Source: an optimization exercise on an open RTL-to-GDS flow (aim: small area, a short achievable clock period and few clock cycles per item). Production flows keep margins and buffers that such runs may drop.
In this exercise RTL edits were held to simulation tests only and were not proved equivalent to the original.

==> inputs of 03-09 <==
Design sigbox, start of the top module:
module sigbox (
    input  wire        clk,
    input  wire        rst,
    input  wire        acc_valid,
    output wire        acc_ready,
    input  wire [39:0] acc_addr,
    input  wire [15:0] acc_len,
    input  wire [1:0]  acc_kind,     
    input  wire [3:0]  acc_init,
    input  wire [1:0]  acc_pl,
    input  wire [31:0] acc_wdata,
    output reg         resp_valid,
    output reg         resp_allowed,
    output reg         resp_err,
    output wire [7:0]  resp_slot,
    output reg  [15:0] resp_part_len,
    output reg         resp_split,
    output reg  [31:0] resp_rdata,
    output reg  [3:0]  resp_evt
);
clock: 13.0 ns
lec_check: 0
cap_margin: 20
core_margin: 2
core_utilization: 40
slew_margin: 20
standard.sh (not shown) runs the stock make flow with config.mk's settings and CLKGATE_MAP_FILE= SYNTH_SCRIPT=/design/flow/synth_recipe.tcl, a recipe that flattens the netlist after the stock synthesis.
==> flow/flow/run.sh <==
#!/bin/bash
# Layout: the standard flow (standard.sh, with its synthesis unchanged),
# with timing repair aimed below the 13 ns clock period, a denser core, and a
# clock tree of fewer, larger clusters. The ORFS logs of each step are under
# orfs/logs; make's own output goes to standard.log.
set -euo pipefail
bash standard.sh \
  SETUP_SLACK_MARGIN=8.5 \
  CORE_UTILIZATION=55 \
  "CTS_ARGS=-sink_clustering_enable -repair_clock_nets -dont_use_dummy_load -buf_list sky130_fd_sc_hd__clkbuf_16 -sink_clustering_size 25 -sink_clustering_max_diameter 80" \
  finish > standard.log 2>&1
==> inputs of 03-06, as changes to 03-09 <==
--- a/flow/design.v
+++ b/flow/design.v
@@ -101,25 +101,46 @@
     reg  [5:0]  sel_q;
     reg  [31:0] gen_q;
     reg  [2:0]  err_q;               
     reg  [31:0] seq_q;               
     reg         full_q;              
     reg         nz_q;                
+    reg  [11:3] sr_q;                
+    reg         sl_q;                
     reg [39:0] lg_addr   [0:LOGN-1];
     reg [15:0] lg_len    [0:LOGN-1];
     reg        lg_split  [0:LOGN-1];
     reg [3:0]  lg_init   [0:LOGN-1];
     reg [1:0]  lg_pl     [0:LOGN-1];
     reg [1:0]  lg_kind   [0:LOGN-1];
     reg [15:0] lg_repeat [0:LOGN-1];
     reg [31:0] lg_gen    [0:LOGN-1];
     reg        ne_q;                 
     reg        acc_q;                
     assign acc_ready = 1'b1;
-    wire [23:0] in_blk = acc_addr[39:16];
-    wire [15:0] in_off = acc_addr[15:0];
+    reg        i_valid;
+    reg [39:0] i_addr;
+    reg [15:0] i_len;
+    reg [1:0]  i_kind;
+    reg [3:0]  i_init;
+    reg [1:0]  i_pl;
+    reg [31:0] i_wdata;
+    always @(posedge clk) begin
+        if (rst)
+            i_valid <= 1'b0;
+        else
+            i_valid <= acc_valid;
+        i_addr  <= acc_addr;
+        i_len   <= acc_len;
+        i_kind  <= acc_kind;
+        i_init  <= acc_init;
+        i_pl    <= acc_pl;
+        i_wdata <= acc_wdata;
+    end
+    wire [23:0] in_blk = i_addr[39:16];
+    wire [15:0] in_off = i_addr[15:0];
     reg         in_near;
     integer     s;
     always @(*) begin
         in_near = (in_blk == 24'hFF_FFFF);
         for (s = 0; s < NSLOT; s = s + 1)
             if (!is_reserved(s)) begin
@@ -127,40 +148,40 @@
                     {16'h0, in_blk} == (slot_base(s) + {8'h0, slot_size(s)}) / 40'h1_0000 - 40'd1)
                     in_near = 1'b1;
                 if (slot_base(s) != 40'h0 && {16'h0, in_blk} == slot_base(s) / 40'h1_0000 - 40'd1)
                     in_near = 1'b1;
             end
     end
-    wire        in_16k  = slot_hit(acc_addr, 18) || slot_hit(acc_addr, 19);
-    wire        in_4k   = slot_hit(acc_addr, 28) || slot_hit(acc_addr, 30);
-    wire [16:0] in_reach = {1'b0, in_off} + {1'b0, acc_len};
+    wire        in_16k  = slot_hit(i_addr, 18) || slot_hit(i_addr, 19);
+    wire        in_4k   = slot_hit(i_addr, 28) || slot_hit(i_addr, 30);
+    wire [16:0] in_reach = {1'b0, in_off} + {1'b0, i_len};
     wire        in_split = in_16k ? (in_reach > 17'h0_4000) :
                            in_4k  ? (in_reach > 17'h0_1000) :
                            in_near && (in_reach > 17'h1_0000);
-    wire [5:0]  in_slot  = slot_of(acc_addr);
+    wire [5:0]  in_slot  = slot_of(i_addr);
     wire [11:0] in_rule  = rule[in_slot];
     reg         in_allow, in_fwd_bit;
     always @(*) begin
-        case (acc_kind)
-            2'd0:    in_allow = in_rule[3*acc_pl + 0];
-            2'd1:    in_allow = in_rule[3*acc_pl + 1];
-            2'd2:    in_allow = in_rule[3*acc_pl + 2];
+        case (i_kind)
+            2'd0:    in_allow = in_rule[3*i_pl + 0];
+            2'd1:    in_allow = in_rule[3*i_pl + 1];
+            2'd2:    in_allow = in_rule[3*i_pl + 2];
             default: in_allow = 1'b0;
         endcase
-        case (acc_kind)
-            2'd0:    in_fwd_bit = a_wdata[3*acc_pl + 0];
-            2'd1:    in_fwd_bit = a_wdata[3*acc_pl + 1];
-            2'd2:    in_fwd_bit = a_wdata[3*acc_pl + 2];
+        case (i_kind)
+            2'd0:    in_fwd_bit = a_wdata[3*i_pl + 0];
+            2'd1:    in_fwd_bit = a_wdata[3*i_pl + 1];
+            2'd2:    in_fwd_bit = a_wdata[3*i_pl + 2];
             default: in_fwd_bit = 1'b0;
         endcase
-        if (acc_pl == 2'd0)
+        if (i_pl == 2'd0)
             in_fwd_bit = in_allow;       
     end
-    wire in_eq0 = acc_addr == lg_addr[0] && acc_init == lg_init[0] && acc_kind == lg_kind[0];
-    wire in_eqp = acc_addr == a_addr     && acc_init == a_init     && acc_kind == a_kind;
-    wire [2:0] in_ent  = acc_addr[7:5];
+    wire in_eq0 = i_addr == lg_addr[0] && i_init == lg_init[0] && i_kind == lg_kind[0];
+    wire in_eqp = i_addr == a_addr     && i_init == a_init     && i_kind == a_kind;
+    wire [2:0] in_ent  = i_addr[7:5];
     wire [2:0] in_pos  = seq_q[2:0] - 3'd1 - in_ent;
     wire       in_val0 = full_q || (in_ent < seq_q[2:0]);
     wire       in_val1 = full_q || (seq_q[2:0] == 3'd7) || (in_ent <= seq_q[2:0]);
     reg        a_v;
     reg [39:0] a_addr;
     reg [15:0] a_len;
@@ -176,19 +197,19 @@
     reg [2:0]  a_pos;
     reg        a_val0, a_val1;
     always @(posedge clk) begin
         if (rst)
             a_v <= 1'b0;
         else
-            a_v <= acc_valid;
-        a_addr    <= acc_addr;
-        a_len     <= acc_len;
-        a_kind    <= acc_kind;
-        a_init    <= acc_init;
-        a_pl      <= acc_pl;
-        a_wdata   <= acc_wdata;
+            a_v <= i_valid;
+        a_addr    <= i_addr;
+        a_len     <= i_len;
+        a_kind    <= i_kind;
+        a_init    <= i_init;
+        a_pl      <= i_pl;
+        a_wdata   <= i_wdata;
         a_slot    <= in_slot;
         a_split   <= in_split;
         a_end     <= {in_16k, in_4k};
         a_allow   <= in_allow;
         a_fwd_sel <= (in_slot == sel_q);
         a_fwd_bit <= in_fwd_bit;
@@ -208,14 +229,14 @@
     wire        reg_rd   = reg_hit && (a_kind == 2'd0);
     wire        reg_wr   = reg_hit && (a_kind == 2'd1);
     wire        main_off = (a_addr[15:6] == 10'h0);
     wire        log_off  = (a_addr[15:8] == 8'h10);
     wire        sel_rsv  = is_reserved(sel_q);
     wire [11:0] sel_ceil = slot_ceil(sel_q);
-    wire [11:0] sel_rule = rule[sel_q];
-    wire        sel_lock = lock_q[sel_q];
+    wire [11:0] sel_rule = {sr_q, sel_ceil[2:0]};
+    wire        sel_lock = sl_q;
     wire [11:0] new_rule = a_wdata[11:0];
     reg  [2:0]  rule_err;
     always @(*) begin
         if (sel_lock)
             rule_err = 3'h1;
         else if ((new_rule & ~sel_ceil) != 12'h000 || new_rule[2:0] != sel_ceil[2:0])
@@ -283,26 +304,36 @@
         end
         if (new_entry)
             lg_repeat[0] <= 16'h0;
         else if (rep_inc)
             lg_repeat[0] <= lg_repeat[0] + 16'd1;
     end
+    localparam [11:0] CEIL0 = slot_ceil(0);
+    wire [11:0] new_sel_rule = rule[a_wdata[5:0]];
     always @(posedge clk) begin
         if (rst) begin
             lock_q <= 64'h0;
             sel_q  <= 6'h0;
             gen_q  <= 32'h0;
             err_q  <= 3'h0;
             seq_q  <= 32'h0;
             full_q <= 1'b0;
             nz_q   <= 1'b0;
             ne_q   <= 1'b0;
             acc_q  <= 1'b0;
+            sr_q   <= CEIL0[11:3];
+            sl_q   <= 1'b0;
         end else begin
-            if (sel_wr)
+            if (sel_wr) begin
                 sel_q <= a_wdata[5:0];
+                sr_q  <= new_sel_rule[11:3];
+                sl_q  <= lock_q[a_wdata[5:0]];
+            end else if (rule_accept)
+                sr_q  <= new_rule[11:3];
+            if ((lock0_wr && !sel_q[5]) || (lock1_wr && sel_q[5]))
+                sl_q  <= sl_q | a_wdata[sel_q[4:0]];
             if (rule_accept)
                 gen_q <= gen_q + 32'd1;
             if (rule_refuse)
                 err_q <= rule_err;
             else if (st_rd)
                 err_q <= 3'h0;
==> flow/flow/run.sh (replaced) <==
#!/bin/bash
# Layout: the standard flow (standard.sh, with its synthesis unchanged),
# with timing repair aimed below the 13 ns clock period, a denser core, plain
# buffers on the ports, and a clock tree of fewer, larger clusters. The ORFS
# logs of each step are under orfs/logs; make's own output goes to
# standard.log.
set -euo pipefail
bash standard.sh \
  SETUP_SLACK_MARGIN=9.2 \
  CORE_UTILIZATION=65 \
  "BUFFER_PORTS_ARGS=-buffer_cell sky130_fd_sc_hd__buf_2" \
  "CTS_ARGS=-sink_clustering_enable -repair_clock_nets -dont_use_dummy_load -buf_list sky130_fd_sc_hd__clkbuf_16 -sink_clustering_size 25 -sink_clustering_max_diameter 80" \
  finish > standard.log 2>&1
==> run summary <==
In 03-06 the clock-buffer cell count is higher than in 03-09, by 4. Against 03-09, the cell area of 03-06 is higher by 7.2%. In clock skew, 03-09 and 03-06 hardly differ. In 03-09 the core utilization is lower than in 03-06, by 13 points. Of 03-09 and 03-06, 03-06 has the higher global-route usage (gap 7.1 points). Between 03-09 and 03-06, the lower maximum frequency is in 03-09 (gap 20%, measured against 03-06). Of 03-09 and 03-06, 03-06 has the higher synthesized area (gap 4.4%, measured against 03-06).
Testbench counts of 03-09, summed over its fixed seeds: cycles 32,016, items 32,000.
Testbench counts of 03-06, summed over its fixed seeds: cycles 32,024, items 32,000.

==> inputs of run a <==
sigbox, a different RTL version from the one above (not shown whole).
## sigbox
module sigbox (
    input  wire        clk,
    input  wire        rst,
    input  wire        acc_valid,
    output wire        acc_ready,
    input  wire [39:0] acc_addr,
    input  wire [15:0] acc_len,
    input  wire [1:0]  acc_kind,     
    input  wire [3:0]  acc_init,
    input  wire [1:0]  acc_pl,
    input  wire [31:0] acc_wdata,
    output reg         resp_valid,
    output reg         resp_allowed,
    output reg         resp_err,
    output wire [7:0]  resp_slot,
    output reg  [15:0] resp_part_len,
    output reg         resp_split,
    output reg  [31:0] resp_rdata,
    output reg  [3:0]  resp_evt
);
==> flow/config.mk <==
export PLATFORM = sky130hd
export DESIGN_NAME = sigbox
export DESIGN_NICKNAME = sigbox
export VERILOG_FILES = /design/flow/design.v
export SDC_FILE = /design/flow/constraint.sdc
export NUM_CORES = 4
export LEC_CHECK = 0
export CAP_MARGIN = 20
export CORE_MARGIN = 2
export CORE_UTILIZATION = 40
export SLEW_MARGIN = 20
==> flow/constraint.sdc <==
create_clock -name core_clock -period 13.0 [get_ports {clk}]
set_input_delay 2.6000 -clock core_clock [delete_from_list [all_inputs] [get_ports {clk}]]
set_output_delay 2.6000 -clock core_clock [all_outputs]
set_load 0.01 [all_outputs]
==> flow/flow/run.sh <==
#!/bin/bash
# Layout: the standard flow (standard.sh, with its synthesis unchanged),
# with timing repair aimed below the 13 ns clock period, a denser core, and a
# clock tree of fewer, larger clusters. The ORFS logs of each step are under
# orfs/logs; make's own output goes to standard.log.
set -euo pipefail
bash standard.sh \
  SETUP_SLACK_MARGIN=9.0 \
  CORE_UTILIZATION=55 \
  "CTS_ARGS=-sink_clustering_enable -repair_clock_nets -dont_use_dummy_load -buf_list sky130_fd_sc_hd__clkbuf_16 -sink_clustering_size 25 -sink_clustering_max_diameter 80" \
  finish > standard.log 2>&1
==> run b: changes against run a <==
--- a/flow/design.v
+++ b/flow/design.v
@@ -93,52 +93,15 @@
         begin
             slot_of = 6'h3F;
             for (s = 0; s < NSLOT; s = s + 1)
                 if (slot_hit(a, s)) slot_of = s[5:0];
         end
     endfunction
-    wire [11:0] rule [0:63];         
-    reg  [63:0] lock_q;
-    reg  [5:0]  sel_q;
-    reg  [31:0] gen_q;
-    reg  [2:0]  err_q;               
-    reg  [31:0] seq_q;               
-    reg         full_q;              
-    reg         nz_q;                
-    reg [39:0] lg_addr   [0:LOGN-1];
-    reg [15:0] lg_len    [0:LOGN-1];
-    reg        lg_split  [0:LOGN-1];
-    reg [3:0]  lg_init   [0:LOGN-1];
-    reg [1:0]  lg_pl     [0:LOGN-1];
-    reg [1:0]  lg_kind   [0:LOGN-1];
-    reg [15:0] lg_repeat [0:LOGN-1];
-    reg [31:0] lg_gen    [0:LOGN-1];
-    reg        ne_q;                 
-    reg        acc_q;                
     assign acc_ready = 1'b1;
-    reg        i_valid;
-    reg [39:0] i_addr;
-    reg [15:0] i_len;
-    reg [1:0]  i_kind;
-    reg [3:0]  i_init;
-    reg [1:0]  i_pl;
-    reg [31:0] i_wdata;
-    always @(posedge clk) begin
-        if (rst)
-            i_valid <= 1'b0;
-        else
-            i_valid <= acc_valid;
-        i_addr  <= acc_addr;
-        i_len   <= acc_len;
-        i_kind  <= acc_kind;
-        i_init  <= acc_init;
-        i_pl    <= acc_pl;
-        i_wdata <= acc_wdata;
-    end
-    wire [23:0] in_blk = i_addr[39:16];
-    wire [15:0] in_off = i_addr[15:0];
+    wire [23:0] in_blk = acc_addr[39:16];
+    wire [15:0] in_off = acc_addr[15:0];
     reg         in_near;
     integer     s;
     always @(*) begin
         in_near = (in_blk == 24'hFF_FFFF);
         for (s = 0; s < NSLOT; s = s + 1)
             if (!is_reserved(s)) begin
@@ -146,83 +109,69 @@
                     {16'h0, in_blk} == (slot_base(s) + {8'h0, slot_size(s)}) / 40'h1_0000 - 40'd1)
                     in_near = 1'b1;
                 if (slot_base(s) != 40'h0 && {16'h0, in_blk} == slot_base(s) / 40'h1_0000 - 40'd1)
                     in_near = 1'b1;
             end
     end
-    wire        in_16k  = slot_hit(i_addr, 18) || slot_hit(i_addr, 19);
-    wire        in_4k   = slot_hit(i_addr, 28) || slot_hit(i_addr, 30);
-    wire [16:0] in_reach = {1'b0, in_off} + {1'b0, i_len};
+    wire        in_16k  = slot_hit(acc_addr, 18) || slot_hit(acc_addr, 19);
+    wire        in_4k   = slot_hit(acc_addr, 28) || slot_hit(acc_addr, 30);
+    wire [16:0] in_reach = {1'b0, in_off} + {1'b0, acc_len};
     wire        in_split = in_16k ? (in_reach > 17'h0_4000) :
                            in_4k  ? (in_reach > 17'h0_1000) :
                            in_near && (in_reach > 17'h1_0000);
-    wire [5:0]  in_slot  = slot_of(i_addr);
-    wire [11:0] in_rule  = rule[in_slot];
-    reg         in_allow, in_fwd_bit;
-    always @(*) begin
-        case (i_kind)
-            2'd0:    in_allow = in_rule[3*i_pl + 0];
-            2'd1:    in_allow = in_rule[3*i_pl + 1];
-            2'd2:    in_allow = in_rule[3*i_pl + 2];
-            default: in_allow = 1'b0;
-        endcase
-        case (i_kind)
-            2'd0:    in_fwd_bit = a_wdata[3*i_pl + 0];
-            2'd1:    in_fwd_bit = a_wdata[3*i_pl + 1];
-            2'd2:    in_fwd_bit = a_wdata[3*i_pl + 2];
-            default: in_fwd_bit = 1'b0;
-        endcase
-        if (i_pl == 2'd0)
-            in_fwd_bit = in_allow;       
-    end
-    wire in_eq0 = i_addr == lg_addr[0] && i_init == lg_init[0] && i_kind == lg_kind[0];
-    wire in_eqp = i_addr == a_addr     && i_init == a_init     && i_kind == a_kind;
-    wire [2:0] in_ent  = i_addr[7:5];
-    wire [2:0] in_pos  = seq_q[2:0] - 3'd1 - in_ent;
-    wire       in_val0 = full_q || (in_ent < seq_q[2:0]);
-    wire       in_val1 = full_q || (seq_q[2:0] == 3'd7) || (in_ent <= seq_q[2:0]);
+    wire [15:0] in_end   = in_16k ? 16'h4000 : in_4k ? 16'h1000 : 16'h0000;
+    wire [15:0] in_plen  = in_split ? in_end - in_off : acc_len;
     reg        a_v;
     reg [39:0] a_addr;
-    reg [15:0] a_len;
     reg [1:0]  a_kind;
     reg [3:0]  a_init;
     reg [1:0]  a_pl;
     reg [31:0] a_wdata;
     reg [5:0]  a_slot;
     reg        a_split;
-    reg [1:0]  a_end;                
-    reg        a_allow, a_fwd_sel, a_fwd_bit;
-    reg        a_eq0, a_eqp;
-    reg [2:0]  a_pos;
-    reg        a_val0, a_val1;
+    reg [15:0] a_plen;
     always @(posedge clk) begin
         if (rst)
             a_v <= 1'b0;
         else
-            a_v <= i_valid;
-        a_addr    <= i_addr;
-        a_len     <= i_len;
-        a_kind    <= i_kind;
-        a_init    <= i_init;
-        a_pl      <= i_pl;
-        a_wdata   <= i_wdata;
-        a_slot    <= in_slot;
-        a_split   <= in_split;
-        a_end     <= {in_16k, in_4k};
-        a_allow   <= in_allow;
-        a_fwd_sel <= (in_slot == sel_q);
-        a_fwd_bit <= in_fwd_bit;
-        a_eq0     <= in_eq0;
-        a_eqp     <= in_eqp;
-        a_pos     <= in_pos;
-        a_val0    <= in_val0;
-        a_val1    <= in_val1;
+            a_v <= acc_valid;
+        a_addr  <= acc_addr;
+        a_kind  <= acc_kind;
+        a_init  <= acc_init;
+        a_pl    <= acc_pl;
+        a_wdata <= acc_wdata;
+        a_slot  <= slot_of(acc_addr);
+        a_split <= in_split;
+        a_plen  <= in_plen;
+    end
+    wire [11:0] rule [0:63];         
+    reg  [63:0] lock_q;
+    reg  [5:0]  sel_q;
+    reg  [31:0] gen_q;
+    reg  [2:0]  err_q;               
+    reg  [31:0] seq_q;               
+    reg         full_q;              
+    reg         nz_q;                
+    reg [39:0] lg_addr   [0:LOGN-1];
+    reg [15:0] lg_len    [0:LOGN-1];
+    reg        lg_split  [0:LOGN-1];
+    reg [3:0]  lg_init   [0:LOGN-1];
+    reg [1:0]  lg_pl     [0:LOGN-1];
+    reg [1:0]  lg_kind   [0:LOGN-1];
+    reg [15:0] lg_repeat [0:LOGN-1];
+    reg [31:0] lg_gen    [0:LOGN-1];
+    wire [11:0] cur_rule = rule[a_slot];
+    reg allowed;
+    always @(*) begin
+        case (a_kind)
+            2'd0:    allowed = cur_rule[3*a_pl + 0];
+            2'd1:    allowed = cur_rule[3*a_pl + 1];
+            2'd2:    allowed = cur_rule[3*a_pl + 2];
+            default: allowed = 1'b0;
+        endcase
     end
-    wire allowed = (acc_q && a_fwd_sel) ? a_fwd_bit : a_allow;
-    wire [15:0] end_off  = a_end[1] ? 16'h4000 : a_end[0] ? 16'h1000 : 16'h0000;
-    wire [15:0] part_len = a_split ? end_off - a_addr[15:0] : a_len;
     wire posted_write = (a_kind == 2'd1) && (a_init != 4'd4);
     wire host_read    = (a_kind == 2'd0) && (a_init == 4'd5);
     wire err          = !allowed && !posted_write && !host_read;
     wire        reg_hit  = a_v && allowed && (a_slot == 6'd12);
     wire        reg_rd   = reg_hit && (a_kind == 2'd0);
     wire        reg_wr   = reg_hit && (a_kind == 2'd1);
@@ -273,20 +222,24 @@
                     assign rule[gs][gb] = CEIL[gb];
                 end
             end
         end
     endgenerate
     wire       violation  = a_v && !allowed;
-    wire       repeat_hit = nz_q && (ne_q ? a_eqp : a_eq0) && (lg_split[0] == a_split);
+    wire       repeat_hit = nz_q &&
+                            lg_init[0]  == a_init &&
+                            lg_kind[0]  == a_kind &&
+                            lg_split[0] == a_split &&
+                            lg_addr[0]  == a_addr;
     wire       new_entry  = violation && !repeat_hit;
     wire       rep_inc    = violation && repeat_hit && (lg_repeat[0] != 16'hFFFF);
     integer k;
     always @(posedge clk) begin
         if (new_entry) begin
             lg_addr[0]  <= a_addr;
-            lg_len[0]   <= part_len;
+            lg_len[0]   <= a_plen;
             lg_split[0] <= a_split;
             lg_init[0]  <= a_init;
             lg_pl[0]    <= a_pl;
             lg_kind[0]  <= a_kind;
             lg_gen[0]   <= gen_q;
             for (k = 1; k < LOGN; k = k + 1) begin
@@ -311,14 +264,12 @@
             sel_q  <= 6'h0;
             gen_q  <= 32'h0;
             err_q  <= 3'h0;
             seq_q  <= 32'h0;
             full_q <= 1'b0;
             nz_q   <= 1'b0;
-            ne_q   <= 1'b0;
-            acc_q  <= 1'b0;
         end else begin
             if (sel_wr)
                 sel_q <= a_wdata[5:0];
             if (rule_accept)
                 gen_q <= gen_q + 32'd1;
             if (rule_refuse)
@@ -332,18 +283,17 @@
             if (new_entry) begin
                 seq_q <= seq_q + 32'd1;
                 nz_q  <= ~&seq_q;
                 if (seq_q[2:0] == 3'd7)
                     full_q <= 1'b1;
             end
-            ne_q  <= new_entry;
-            acc_q <= rule_accept;
         end
     end
-    wire [2:0]  rd_pos  = a_pos + {2'b00, ne_q};
-    wire        rd_val  = ne_q ? a_val1 : a_val0;
+    wire [2:0]  rd_ent  = a_addr[7:5];
+    wire [2:0]  rd_pos  = seq_q[2:0] - 3'd1 - rd_ent;
+    wire        rd_val  = full_q || (rd_ent < seq_q[2:0]);
     wire [39:0] r_addr  = lg_addr[rd_pos];
     wire [1:0]  r_kind  = lg_kind[rd_pos];
     wire [3:0]  r_init  = lg_init[rd_pos];
     wire        r_post  = (r_kind == 2'd1) && (r_init != 4'd4);
     wire [5:0]  r_slot  = slot_of(r_addr);
     wire [31:0] r_seq   = seq_q - {29'h0, rd_pos};
@@ -387,13 +337,13 @@
             resp_valid <= 1'b0;
         else
             resp_valid <= a_v;
         resp_allowed  <= allowed;
         resp_err      <= err;
         slot_q        <= {&a_slot, a_slot};
-        resp_part_len <= part_len;
+        resp_part_len <= a_plen;
         resp_split    <= a_split;
         resp_evt      <= {new_lock, rule_refuse, rule_accept, new_entry};
         resp_rdata    <= (reg_rd && main_off) ? main_word :
                          (reg_rd && log_off && rd_val) ? log_word : 32'h0;
     end
 endmodule
==> flow/flow/run.sh (replaced) <==
#!/bin/bash
# Layout: the standard flow (standard.sh, unchanged synthesis), with
# timing repair aimed below the 13 ns clock period, a denser core and a
# clock tree built from smaller buffers. Each tool's output is in the ORFS
# logs under orfs/logs; make's own output goes to standard.log.
set -euo pipefail
bash standard.sh \
  SETUP_SLACK_MARGIN=8.0 \
  CORE_UTILIZATION=55 \
  "CTS_ARGS=-sink_clustering_enable -repair_clock_nets -dont_use_dummy_load -buf_list sky130_fd_sc_hd__clkbuf_8 -sink_clustering_size 25" \
  finish > standard.log 2>&1
==> run c: changes against run a <==
--- a/flow/design.v
+++ b/flow/design.v
@@ -101,12 +101,16 @@
     reg  [5:0]  sel_q;
     reg  [31:0] gen_q;
     reg  [2:0]  err_q;               
     reg  [31:0] seq_q;               
     reg         full_q;              
     reg         nz_q;                
+    reg  [11:3] sr_q;                
+    reg         sl_q;                
+    reg  [11:0] sc_q;                
+    reg         srv_q;               
     reg [39:0] lg_addr   [0:LOGN-1];
     reg [15:0] lg_len    [0:LOGN-1];
     reg        lg_split  [0:LOGN-1];
     reg [3:0]  lg_init   [0:LOGN-1];
     reg [1:0]  lg_pl     [0:LOGN-1];
     reg [1:0]  lg_kind   [0:LOGN-1];
@@ -190,12 +194,13 @@
     reg [5:0]  a_slot;
     reg        a_split;
     reg [1:0]  a_end;                
     reg        a_allow, a_fwd_sel, a_fwd_bit;
     reg        a_eq0, a_eqp;
     reg [2:0]  a_pos;
+    reg [7:0]  a_poh;
     reg        a_val0, a_val1;
     always @(posedge clk) begin
         if (rst)
             a_v <= 1'b0;
         else
             a_v <= i_valid;
@@ -211,12 +216,13 @@
         a_allow   <= in_allow;
         a_fwd_sel <= (in_slot == sel_q);
         a_fwd_bit <= in_fwd_bit;
         a_eq0     <= in_eq0;
         a_eqp     <= in_eqp;
         a_pos     <= in_pos;
+        a_poh     <= 8'b1 << in_pos;
         a_val0    <= in_val0;
         a_val1    <= in_val1;
     end
     wire allowed = (acc_q && a_fwd_sel) ? a_fwd_bit : a_allow;
     wire [15:0] end_off  = a_end[1] ? 16'h4000 : a_end[0] ? 16'h1000 : 16'h0000;
     wire [15:0] part_len = a_split ? end_off - a_addr[15:0] : a_len;
@@ -225,16 +231,16 @@
     wire err          = !allowed && !posted_write && !host_read;
     wire        reg_hit  = a_v && allowed && (a_slot == 6'd12);
     wire        reg_rd   = reg_hit && (a_kind == 2'd0);
     wire        reg_wr   = reg_hit && (a_kind == 2'd1);
     wire        main_off = (a_addr[15:6] == 10'h0);
     wire        log_off  = (a_addr[15:8] == 8'h10);
-    wire        sel_rsv  = is_reserved(sel_q);
-    wire [11:0] sel_ceil = slot_ceil(sel_q);
-    wire [11:0] sel_rule = rule[sel_q];
-    wire        sel_lock = lock_q[sel_q];
+    wire        sel_rsv  = srv_q;
+    wire [11:0] sel_ceil = sc_q;
+    wire [11:0] sel_rule = {sr_q, sel_ceil[2:0]};
+    wire        sel_lock = sl_q;
     wire [11:0] new_rule = a_wdata[11:0];
     reg  [2:0]  rule_err;
     always @(*) begin
         if (sel_lock)
             rule_err = 3'h1;
         else if ((new_rule & ~sel_ceil) != 12'h000 || new_rule[2:0] != sel_ceil[2:0])
@@ -302,26 +308,40 @@
         end
         if (new_entry)
             lg_repeat[0] <= 16'h0;
         else if (rep_inc)
             lg_repeat[0] <= lg_repeat[0] + 16'd1;
     end
+    localparam [11:0] CEIL0 = slot_ceil(0);
+    wire [11:0] new_sel_rule = rule[a_wdata[5:0]];
     always @(posedge clk) begin
         if (rst) begin
             lock_q <= 64'h0;
             sel_q  <= 6'h0;
             gen_q  <= 32'h0;
             err_q  <= 3'h0;
             seq_q  <= 32'h0;
             full_q <= 1'b0;
             nz_q   <= 1'b0;
             ne_q   <= 1'b0;
             acc_q  <= 1'b0;
+            sr_q   <= CEIL0[11:3];
+            sl_q   <= 1'b0;
+            sc_q   <= CEIL0;
+            srv_q  <= 1'b0;
         end else begin
-            if (sel_wr)
+            if (sel_wr) begin
                 sel_q <= a_wdata[5:0];
+                sr_q  <= new_sel_rule[11:3];
+                sl_q  <= lock_q[a_wdata[5:0]];
+                sc_q  <= slot_ceil(a_wdata[5:0]);
+                srv_q <= is_reserved(a_wdata[5:0]);
+            end else if (rule_accept)
+                sr_q  <= new_rule[11:3];
+            if ((lock0_wr && !sel_q[5]) || (lock1_wr && sel_q[5]))
+                sl_q  <= sl_q | a_wdata[sel_q[4:0]];
             if (rule_accept)
                 gen_q <= gen_q + 32'd1;
             if (rule_refuse)
                 err_q <= rule_err;
             else if (st_rd)
                 err_q <= 3'h0;
@@ -338,28 +358,46 @@
             ne_q  <= new_entry;
             acc_q <= rule_accept;
         end
     end
     wire [2:0]  rd_pos  = a_pos + {2'b00, ne_q};
     wire        rd_val  = ne_q ? a_val1 : a_val0;
-    wire [39:0] r_addr  = lg_addr[rd_pos];
-    wire [1:0]  r_kind  = lg_kind[rd_pos];
-    wire [3:0]  r_init  = lg_init[rd_pos];
+    wire [7:0]  rd_oh   = ne_q ? {a_poh[6:0], a_poh[7]} : a_poh;
+    reg  [39:0] r_addr;
+    reg  [15:0] r_len, r_rep;
+    reg  [31:0] r_gen;
+    reg  [1:0]  r_kind, r_pl;
+    reg  [3:0]  r_init;
+    reg         r_split;
+    integer     m;
+    always @(*) begin
+        r_addr = 40'h0; r_len = 16'h0; r_rep = 16'h0; r_gen = 32'h0;
+        r_kind = 2'h0; r_pl = 2'h0; r_init = 4'h0; r_split = 1'b0;
+        for (m = 0; m < LOGN; m = m + 1) begin
+            r_addr  = r_addr  | ({40{rd_oh[m]}} & lg_addr[m]);
+            r_len   = r_len   | ({16{rd_oh[m]}} & lg_len[m]);
+            r_rep   = r_rep   | ({16{rd_oh[m]}} & lg_repeat[m]);
+            r_gen   = r_gen   | ({32{rd_oh[m]}} & lg_gen[m]);
+            r_kind  = r_kind  | ({2{rd_oh[m]}}  & lg_kind[m]);
+            r_pl    = r_pl    | ({2{rd_oh[m]}}  & lg_pl[m]);
+            r_init  = r_init  | ({4{rd_oh[m]}}  & lg_init[m]);
+            r_split = r_split | (rd_oh[m] & lg_split[m]);
+        end
+    end
     wire        r_post  = (r_kind == 2'd1) && (r_init != 4'd4);
     wire [5:0]  r_slot  = slot_of(r_addr);
     wire [31:0] r_seq   = seq_q - {29'h0, rd_pos};
     reg [31:0] log_word;
     always @(*) begin
         case (a_addr[4:2])
             3'd2: log_word = r_addr[31:0];
             3'd3: log_word = {24'h0, r_addr[39:32]};
             3'd4: log_word = r_seq;
-            3'd5: log_word = {4'h0, r_init, {2{&r_slot}}, r_slot, lg_len[rd_pos]};
-            3'd6: log_word = {lg_repeat[rd_pos], 3'b000,
-                              {1'b0, lg_split[rd_pos], r_post, r_kind}, 6'h00, lg_pl[rd_pos]};
-            3'd7: log_word = lg_gen[rd_pos];
+            3'd5: log_word = {4'h0, r_init, {2{&r_slot}}, r_slot, r_len};
+            3'd6: log_word = {r_rep, 3'b000, {1'b0, r_split, r_post, r_kind}, 6'h00, r_pl};
+            3'd7: log_word = r_gen;
             default: log_word = 32'h0;    
         endcase
     end
     wire [39:0] sel_base = slot_base(sel_q);
     wire [31:0] sel_size = slot_size(sel_q);
     reg  [31:0] main_word;
==> flow/flow/run.sh (replaced) <==
#!/bin/bash
# Layout: the standard flow (standard.sh, with its synthesis unchanged),
# with timing repair aimed below the 13 ns clock period at the worst paths
# only, smaller repair margins for slew and load, a denser core, plain
# buffers on the ports, and a clock tree of fewer, larger clusters. The ORFS
# logs of each step are under orfs/logs; make's own output goes to
# standard.log.
set -euo pipefail
bash standard.sh \
  SETUP_SLACK_MARGIN=9.3 \
  TNS_END_PERCENT=0 \
  CAP_MARGIN=10 \
  SLEW_MARGIN=10 \
  CORE_UTILIZATION=65 \
  "BUFFER_PORTS_ARGS=-buffer_cell sky130_fd_sc_hd__buf_2" \
  "CTS_ARGS=-sink_clustering_enable -repair_clock_nets -dont_use_dummy_load -buf_list sky130_fd_sc_hd__clkbuf_16 -sink_clustering_size 25 -sink_clustering_max_diameter 80" \
  finish > standard.log 2>&1
==> run summary <==
The highest global-route usage belongs to run c, the lowest to run b.
Via count: run b < run c < run a.
Worst hold slack: run b > run a > run c.
The lowest first-iteration DRC count belongs to run b, the highest to run c.
Non-clock buffer count, lowest first: run c, run b, run a.
Design area, highest first: run a, run b, run c.
Of run a and run c, run a has the higher clock skew (gap 0.023 ns).
Against run b, the count of clock-buffer cells in the layout of run a is lower by 139.
Against run b, the synthesized cell count of run a is higher by 5.3%.
Testbench counts of run a, summed over its fixed seeds: cycles 32,024, items 32,000.
Testbench counts of run b, summed over its fixed seeds: cycles 32,016, items 32,000.
Testbench counts of run c, summed over its fixed seeds: cycles 32,024, items 32,000.

-- afterwards: timing with drivers on the ports --
In the flow no input, the clock included, has a driving cell. The finished layouts below were timed again as built, in two steps. Step 1, drivers: a clkbuf_16 drives clk and a buf_2 each remaining input, both assumed. Step 2, shift: input delay + t, output delay - t, t = (earliest + latest rising clock arrival at the registers) / 2. This alone moves slack from input paths to output paths. Slacks: no drivers / after step 1 / after step 2; pairs: no drivers / after step 1.
run	shift t [ns]	setup slack, ns	clock arrival spread, ns
03-09	0.719	8.038 / 8.078 / 7.359	0.070 / 0.069
03-06	0.740	9.017 / 9.017 / 8.608	0.069 / 0.069
run a	0.756	8.844 / 8.844 / 8.538	0.082 / 0.081
run b	0.932	7.936 / 7.936 / 7.038	0.087 / 0.087
run c	0.743	9.103 / 9.064 / 8.523	0.058 / 0.058
After both steps every run listed still meets setup and hold. The setup slack of run b, which loses most, moves by 0.000 ns with the drivers and by -0.898 ns with both steps.
